What follows belongs to an exercise in optimizing a design on an open flow for small area, a short achievable clock period and few clock cycles per item; a production flow would make more cautious choices. Only the layout flow was run in this run; the RTL was not checked for function there.

==> design.v <==
module dec_quant (
    input  wire        mode3,    
    input  wire [15:0] vol1,
    input  wire [15:0] vol2,
    input  wire [15:0] vol3,
    input  wire [15:0] vol4,
    input  wire [15:0] vol5,
    input  wire [15:0] vol6,
    input  wire [15:0] y,
    input  wire [15:0] t,
    output wire [2:0]  level,
    output wire [15:0] r,        
    output wire [15:0] den,      
    output wire        up        
);
    wire ymax = &y;
    wire c1 = y >= vol1;
    wire c2 = y >= vol2;
    wire c3 = mode3 ? (y >= vol3) : ymax;
    wire c4 = mode3 & (y >= vol4);
    wire c5 = mode3 & (y >= vol5);
    wire c6 = mode3 & (y >= vol6);
    wire c7 = mode3 & ymax;
    wire [2:0] k = {c4, c2 & ~c4 | c6, c1 & ~c2 | c3 & ~c4 | c5 & ~c6 | c7};
    wire top = c7 | (~mode3 & c3);        
    wire [15:0] lo = c7 ? 16'hffff : c6 ? vol6 : c5 ? vol5 : c4 ? vol4 :
                     c3 ? (mode3 ? vol3 : 16'hffff) :
                     c2 ? vol2 : c1 ? vol1 : 16'd0;
    wire [15:0] hi = c6 ? 16'hffff : c5 ? vol6 : c4 ? vol5 : c3 ? vol4 :
                     c2 ? (mode3 ? vol3 : 16'hffff) : c1 ? vol2 : vol1;
    assign r   = y - lo;
    assign den = hi - lo;
    wire [33:0] td = t * den;
    wire [33:0] s  = {2'b00, r, 16'd0} - td - {18'd0, den};
    assign up    = ~top & ~s[33];
    assign level = k + {2'b00, up};
endmodule
module dec_screen (
    input  wire        clk,
    input  wire        rst,           
    input  wire        cfg_mode3,     
    input  wire [15:0] cfg_vol1,
    input  wire [15:0] cfg_vol2,
    input  wire [15:0] cfg_vol3,
    input  wire [15:0] cfg_vol4,
    input  wire [15:0] cfg_vol5,
    input  wire [15:0] cfg_vol6,
    input  wire [7:0]  cfg_werr,      
    input  wire [7:0]  cfg_w1,        
    input  wire [7:0]  cfg_w2,        
    input  wire        in_valid,
    output wire        in_ready,
    input  wire [15:0] in_cv,         
    input  wire [7:0]  in_gain,       
    input  wire [15:0] in_thr,        
    input  wire [1:0]  in_st,         
    input  wire        in_cr,         
    input  wire        in_sol,        
    input  wire        in_eol,        
    output reg         out_valid,
    input  wire        out_ready,
    output reg  [2:0]  out_level
);
    localparam [3:0] NSLOT = 4'd7;
    reg        m3;
    reg [15:0] v1, v2, v3, v4, v5, v6;
    reg [7:0]  werr, w1, w2;
    always @(posedge clk) begin
        m3 <= cfg_mode3;
        v1 <= cfg_vol1; v2 <= cfg_vol2; v3 <= cfg_vol3;
        v4 <= cfg_vol4; v5 <= cfg_vol5; v6 <= cfg_vol6;
        werr <= cfg_werr; w1 <= cfg_w1; w2 <= cfg_w2;
    end
    function [15:0] vol_of;
        input [2:0] lv;
        begin
            case (lv)
                3'd0: vol_of = 16'd0;
                3'd1: vol_of = v1;
                3'd2: vol_of = v2;
                3'd3: vol_of = m3 ? v3 : 16'hffff;
                3'd4: vol_of = v4;
                3'd5: vol_of = v5;
                3'd6: vol_of = v6;
                default: vol_of = 16'hffff;
            endcase
        end
    endfunction
    reg        in_rdy;
    reg  [3:0] cnt;                           
    assign     in_ready = in_rdy;
    wire       acc = in_valid & in_rdy;
    wire       del = out_valid & out_ready;
    always @(posedge clk) begin
        if (rst) begin
            cnt    <= 4'd0;
            in_rdy <= 1'b1;
        end else begin
            cnt <= cnt + {3'd0, acc} - {3'd0, del};
            case ({acc, del})
                2'b10:   in_rdy <= (cnt <= NSLOT - 4'd2);
                2'b01:   in_rdy <= 1'b1;
                default: in_rdy <= (cnt <= NSLOT - 4'd1);
            endcase
        end
    end
    reg        i_v;
    reg [15:0] i_cv, i_thr;
    reg [7:0]  i_g;
    reg [1:0]  i_st;
    reg        i_cr, i_sol, i_eol;
    always @(posedge clk) begin
        i_v   <= acc & ~rst;
        i_cv  <= in_cv;
        i_g   <= in_gain;
        i_thr <= in_thr;
        i_st  <= in_st;
        i_cr  <= in_cr;
        i_sol <= in_sol;
        i_eol <= in_eol;
    end
    wire [23:0] dg = i_cv * i_g;
    reg        a_v, a_rs, a_sol, a_eol, a_dead, a_ok, a_dnz;
    reg [15:0] a_d, a_thr;
    always @(posedge clk) begin
        a_v    <= i_v & ~rst;
        a_d    <= dg[23] ? 16'hffff : dg[22:7];
        a_dnz  <= |dg[23:7];
        a_thr  <= i_thr;
        a_rs   <= i_cr | i_sol;
        a_sol  <= i_sol;
        a_eol  <= i_eol;
        a_dead <= i_st[0];                    
        a_ok   <= (i_st == 2'd0);
    end
    reg  signed [15:0] e_reg;
    wire signed [17:0] x  = $signed({2'b00, a_d}) + (a_rs ? 18'sd0 : {{2{e_reg[15]}}, e_reg});
    wire [15:0]        xc = x[17] ? 16'd0 : x[16] ? 16'hffff : x[15:0];
    wire [2:0]  q1;
    wire [15:0] q1_r, q1_den;
    wire        q1_up;
    dec_quant u_q_scr (
        .mode3(m3),
        .vol1(v1), .vol2(v2), .vol3(v3), .vol4(v4), .vol5(v5), .vol6(v6),
        .y(xc), .t(a_thr), .level(q1), .r(q1_r), .den(q1_den), .up(q1_up)
    );
    wire signed [16:0] err   = q1_up ? $signed({1'b0, q1_r}) - $signed({1'b0, q1_den})
                                     : $signed({1'b0, q1_r});
    wire signed [25:0] err_w = err * $signed({1'b0, werr});
    wire signed [17:0] err_s = err_w[25:8];   
    wire signed [15:0] e_nxt = !a_dnz                ? 16'sd0 :
                               (err_s >  18'sd16384) ? 16'sd16384 :
                               (err_s < -18'sd16384) ? -16'sd16384 :
                               err_s[15:0];
    always @(posedge clk)
        if (a_v)
            e_reg <= e_nxt;
    reg        w_v   [0:2];
    reg        w_sol [0:1];
    reg        w_eol [0:2];
    reg        w_ok  [0:2];
    reg [15:0] w_thr [0:2];
    reg        w0_dead;
    reg [2:0]  w0_lvl;
    reg [15:0] w1_s1;
    reg [15:0] w_s2  [1:2];
    reg [17:0] w_yl  [1:2];
    wire [15:0] v0   = vol_of(w0_lvl);
    wire [23:0] p1   = v0 * w1;
    wire [23:0] p2   = v0 * w2;
    wire [15:0] s1_0 = w0_dead ? p1[23:8] : 16'd0;
    wire [15:0] s2_0 = w0_dead ? p2[23:8] : 16'd0;
    wire        l1   = ~w_sol[0] & w_v[1];
    wire        l2   = l1 & ~w_sol[1] & w_v[2];
    wire [17:0] yl0  = {2'b00, v0} + (l1 ? {2'b00, w1_s1} : 18'd0)
                                   + (l2 ? {2'b00, w_s2[2]} : 18'd0);
    wire wfull = a_v | (w_v[0] & w_eol[0]) | (w_v[1] & w_eol[1] & ~w_v[0]);
    wire wsh   = wfull | (w_v[1] & w_eol[1]);
    reg  f_go;
    always @(posedge clk) begin
        if (wsh) begin
            w_v[2]   <= w_v[1];
            w_eol[2] <= w_eol[1];
            w_ok[2]  <= w_ok[1];
            w_thr[2] <= w_thr[1];
            w_s2[2]  <= w_s2[1];
            w_yl[2]  <= w_yl[1];
            w_v[1]   <= w_v[0] & wfull;
            w_sol[1] <= w_sol[0];
            w_eol[1] <= w_eol[0];
            w_ok[1]  <= w_ok[0];
            w_thr[1] <= w_thr[0];
            w1_s1    <= s1_0;
            w_s2[1]  <= s2_0;
            w_yl[1]  <= yl0;
        end
        if (wfull) begin
            w_v[0]   <= a_v;
            w_sol[0] <= a_sol;
            w_eol[0] <= a_eol;
            w0_dead  <= a_dead;
            w0_lvl   <= a_dnz ? q1 : 3'd0;
            w_ok[0]  <= a_ok & a_dnz;
            w_thr[0] <= a_thr;
        end
        if (rst) begin
            w_v[0] <= 1'b0;
            w_v[1] <= 1'b0;
            w_v[2] <= 1'b0;
        end
        f_go <= wsh & w_v[1] & ~rst;
    end
    wire        r1   = w_v[1] & ~w_eol[2];
    wire        r2   = r1 & w_v[0] & ~w_eol[1];
    wire [18:0] ysum = {1'b0, w_yl[2]} + (r1 ? {3'b000, w1_s1} : 19'd0)
                                       + (r2 ? {3'b000, s2_0} : 19'd0);
    wire [15:0] yq   = (ysum[18:16] != 3'b000) ? 16'hffff : ysum[15:0];
    wire [2:0]  q2;
    wire [15:0] q2_r, q2_den;
    wire        q2_up;
    dec_quant u_q_fin (
        .mode3(m3),
        .vol1(v1), .vol2(v2), .vol3(v3), .vol4(v4), .vol5(v5), .vol6(v6),
        .y(yq), .t(w_thr[2]), .level(q2), .r(q2_r), .den(q2_den), .up(q2_up)
    );
    wire [2:0] f_lvl = w_ok[2] ? q2 : 3'd0;
    reg [2:0] qm [0:7];
    reg [2:0] q_rd, q_wr;
    reg [3:0] q_n;
    wire      out_free = ~out_valid | out_ready;
    wire      q_pop  = out_free & (q_n != 4'd0);
    wire      bypass = out_free & (q_n == 4'd0);
    wire      q_push = f_go & ~bypass;
    always @(posedge clk) begin
        if (q_push)
            qm[q_wr] <= f_lvl;
        if (out_free) begin
            if (q_n != 4'd0)
                out_level <= qm[q_rd];
            else
                out_level <= f_lvl;
        end
        if (rst) begin
            out_valid <= 1'b0;
            q_rd <= 3'd0;
            q_wr <= 3'd0;
            q_n  <= 4'd0;
        end else begin
            if (out_free)
                out_valid <= (q_n != 4'd0) | f_go;
            q_rd <= q_rd + {2'd0, q_pop};
            q_wr <= q_wr + {2'd0, q_push};
            q_n  <= q_n + {3'd0, q_push} - {3'd0, q_pop};
        end
    end
endmodule
==> run.sh <==
#!/bin/bash
# synth_recipe.tcl (not shown) runs the flow's synth.tcl, then flattens the netlist and writes it again
# the make line also repeats each setting of config.mk as NAME=value (left out here)
make -C /OpenROAD-flow-scripts/flow DESIGN_CONFIG=/design/flow/config.mk WORK_HOME=/design/flow/orfs CLKGATE_MAP_FILE= SYNTH_SCRIPT=/design/flow/synth_recipe.tcl finish
==> config.mk <==
export PLATFORM = sky130hd
export DESIGN_NAME = dec_screen
export DESIGN_NICKNAME = dec_screen
export VERILOG_FILES = /design/flow/design.v
export SDC_FILE = /design/flow/constraint.sdc
export NUM_CORES = 4
export LEC_CHECK = 0
export ABC_AREA = 1
export CAP_MARGIN = 20
export CORE_MARGIN = 2
export CORE_UTILIZATION = 40
export SETUP_SLACK_MARGIN = 2
export SLEW_MARGIN = 20
==> constraint.sdc <==
create_clock -name core_clock -period 100.0 [get_ports {clk}]
set_input_delay 20.0000 -clock core_clock [delete_from_list [all_inputs] [get_ports {clk}]]
set_output_delay 20.0000 -clock core_clock [all_outputs]
set_load 0.01 [all_outputs]
==> impl_metrics.py <==
metrics = {
    "synthesis": {
        "synth_edf_count": 187,
        "synth-async-reset-ratio": 0,
        "synth_cell_types": 69,
        "synth-seq-cells": 413,
        "syn_area_mm2": 0.0616,
        "netlist_instances": 7680,
        "synth_ff_type": "dfxtp_1",
        "synthesis.nets": 9468,
        "ys_seq_area_frac": 0.165,
        "yosys_warnings": 15,
        "syn_avg_cell_area_um2": 8.02,
    },
    "sta": {
        "rsz0062_at_grt": "no",
        "slew_viol_final": 0,
        "fin_crit_ps": 25390,
        "relSlewSlack": 0.156,
        "period_share": 0.254,
        "final_hold_viol_count": 0,
        "fmax_mhz": 39.4,
        "tns_ps": 0,
        "fin_skew_ps": 46.7,
        "worstMarginPinSlew_ps": 1270,
        "setup_viol": 0,
    },
    "cts": {
        "hold_buffers": 0,
        "cts-root-buf": "clkbuf_16",
        "ctsLongestPathBuffers": 3,
        "cts.clk_slew.worst_paths_ps": 60,
        "numCtsBuffers": 54,
        "cts_tree": "yes",
        "cts_setup_buffers": 0,
        "clkSinkCount": 413,
        "htreeDepth": 2,
        "cts_resized": 0,
        "insertion_delay_ps": 690,
    },
    "place": {
        "io_buffers": 174,
        "hpwlAfterDp_mm": 169,
        "gp_congestion": 1.02,
        "dp.cells": 9725,
    },
    "setup_path": {
        "critical_path.max_fanout": 30,
        "crit_arrival_ps": 25910,
        "r2r_slack_ps": 74610,
        "cp-startpoint": "m3$_DFF_P_",
        "critical-path-top-delay-family": "adder cells",
        "crit_top_cell": "nand2_1",
        "reg2reg_from": "m3$_DFF_P_",
        "max_stage_delay_ps": 930,
        "crit_path_start_kind": "flop",
        "slowest_stage": "dfxtp_1",
        "reg2reg_to": "out_level[2]$_DFFE_PP_",
        "cp_data_required_time_ps": 100520,
        "critPathKind": "flop to flop",
        "crit_path_end_kind": "flop",
        "crit_end": "out_level[2]$_DFFE_PP_",
        "cp.depth": 94,
        "cp_num_buf_inv": 15,
        "r2r_cells": 94,
    },
    "final_layout": {
        "final_cell_mix": "inv_1, nand2_1, ha_1, fa_1, nor2_1",
        "largest_register_ffs": 48,
        "fin_util": 0.443,
        "mostFrequentLayoutCell": "inv_1",
        "syn_to_final_growth_pct": 9.55,
        "drive_gt1_frac": 0.0328,
        "largest_register": "w_thr",
        "reg_top3": "w_thr (48), w_yl (36), w_s2 (32)",
        "diodes": 0,
        "final_nets": 9539,
        "finalNonFillerCells": 9827,
    },
    "route": {
        "vias_per_cell": 5.35,
        "first_pass_iters": 8,
        "drt_iter0_markers": 4803,
        "drc": 0,
        "num_vias": 52600,
        "routed_wl_mm": 208,
        "wl_per_cell_um": 21.2,
        "ant_nets": 0,
    },
    "floorplan": {
        "io_pins": 175,
        "design.die.area_mm2": 0.157,
        "coreArea_mm2": 0.152,
        "start_util": 0.404,
        "die_h_um": 396,
        "num_rows": 143,
        "die_w_um": 396,
    },
    "job": {
        "cap_violations": 0,
    },
    "global_route": {
        "antenna_found_initial": 9,
        "grt.busiest_layer": "met2",
        "grt-ovfl-total": 0,
        "grtUsageMet2": 0.417,
        "grt_use_total": 0.266,
        "grt_util_met3": 0.0493,
        "met1_usage": 0.362,
        "grt_pass1_wl_mm": 319,
        "grt_pass1_vias": 52900,
        "grt_max_degree": 75,
    },
    "outcome": {
        "status": "no timing/DRC/antenna violations",
    },
    "hold_path": {
        "min_path_type": "flop to flop",
    },
}
-- worst register-to-register path, delay by kind of cell (launching register included) --
family / cells / cell delay (ps)
DFF: 1 / 930
and+or+nand+nor: 32 / 5670
AOI/OAI and AO/OA: 25 / 6770
adders and majority gates: 20 / 8250
xor gates and xnor gates: 2 / 830
buffers and inverters: 15 / 2780
-- layer usage --
layer / vias to the layer above / wire, µm / part of all wire
li1: 24400 / - / -
met1: 25700 / 89600 / 0.43
met2: 2026 / 91600 / 0.44
met3: 449 / 17200 / 0.082
met4: 12 / 9970 / 0.048
met5: - / 76 / 0.00036
-- logic make-up after synthesis --
| kind of cell | synth area share |
|---|---|
| simple gates | 0.169 |
| mux | 0.000488 |
| fa+ha+maj | 0.424 |
| compound gates | 0.101 |
| flops | 0.165 |
| xor+xnor | 0.0254 |
| buf+inv | 0.115 |
-- layout make-up --
| cell class | instances | area, µm² |
|---|---|---|
| Timing Repair Buffer | 234 | 2190 |
| Fill cell | 15300 | 85000 |
| Multi-Input combinational cell | 5385 | 44400 |
| Inverter | 1663 | 6240 |
| Sequential cell | 413 | 10100 |
| Clock inverter | 39 | 488 |
| Tap cell | 2030 | 2540 |
| Clock buffer | 63 | 1450 |
-- metrics by stage --
step	setup WS, ps	area [µm²]	hold WS [ps]
floorplan	78470	61600	310
global placement	75400	65500	310
detailed placement	75250	65500	312
CTS	75160	67500	325
global route	73050	67500	325
finish	74610	67500	325
-- Yosys cell counts, types with 73 or more instances --
library cell	n	area share
edfxtp_1	187	0.091
xor2_1	97	0.014
a21oi_1	452	0.037
inv_1	1644	0.10
dfxtp_1	226	0.073
clkbuf_1	185	0.011
ha_1	834	0.17
o21ai_0	237	0.019
fa_1	784	0.25
nand2_1	1329	0.081
nand3_1	246	0.020
nor2_1	767	0.047
o211ai_1	73	0.0089
-- how the worst min path moves through the flow --
stage	startpoint	slack, ps	to	cells after the start
floorplan	i_eol$_DFF_P_	310	a_eol$_DFF_P_	0
global placement	i_thr[6]$_DFF_P_	310	a_thr[6]$_DFF_P_	0
detailed placement	i_thr[5]$_DFF_P_	310	a_thr[5]$_DFF_P_	0
CTS	i_thr[3]$_DFF_P_	320	a_thr[3]$_DFF_P_	0
global route	i_thr[3]$_DFF_P_	330	a_thr[3]$_DFF_P_	0
finish	i_thr[3]$_DFF_P_	320	a_thr[3]$_DFF_P_	0

## afterwards: timing with drivers on the ports
Ports are ideal in the flow. The routed layout listed here was re-timed in OpenROAD.
Step 1, drivers: a clkbuf_16 drives clk and a buf_2 each remaining input, both assumed.
Step 2, shift: input delay + t, output delay - t, t = (earliest + latest rising clock arrival at the registers) / 2. This alone moves slack from input paths to output paths.
Slacks: no drivers / after step 1 / after step 2; pairs: no drivers / after step 1.
t, ns: 0.748
slack for setup (ns): 74.611 / 74.611 / 74.611
hold slack, ns: 0.325 / 0.325 / 0.325
worst setup path after step 2: register to register
cell pins on the clock port's net: 1
After both steps this run still meets setup and hold. For this run, drivers alone change the setup slack by 0.000 ns; drivers and shift together by 0.000 ns.
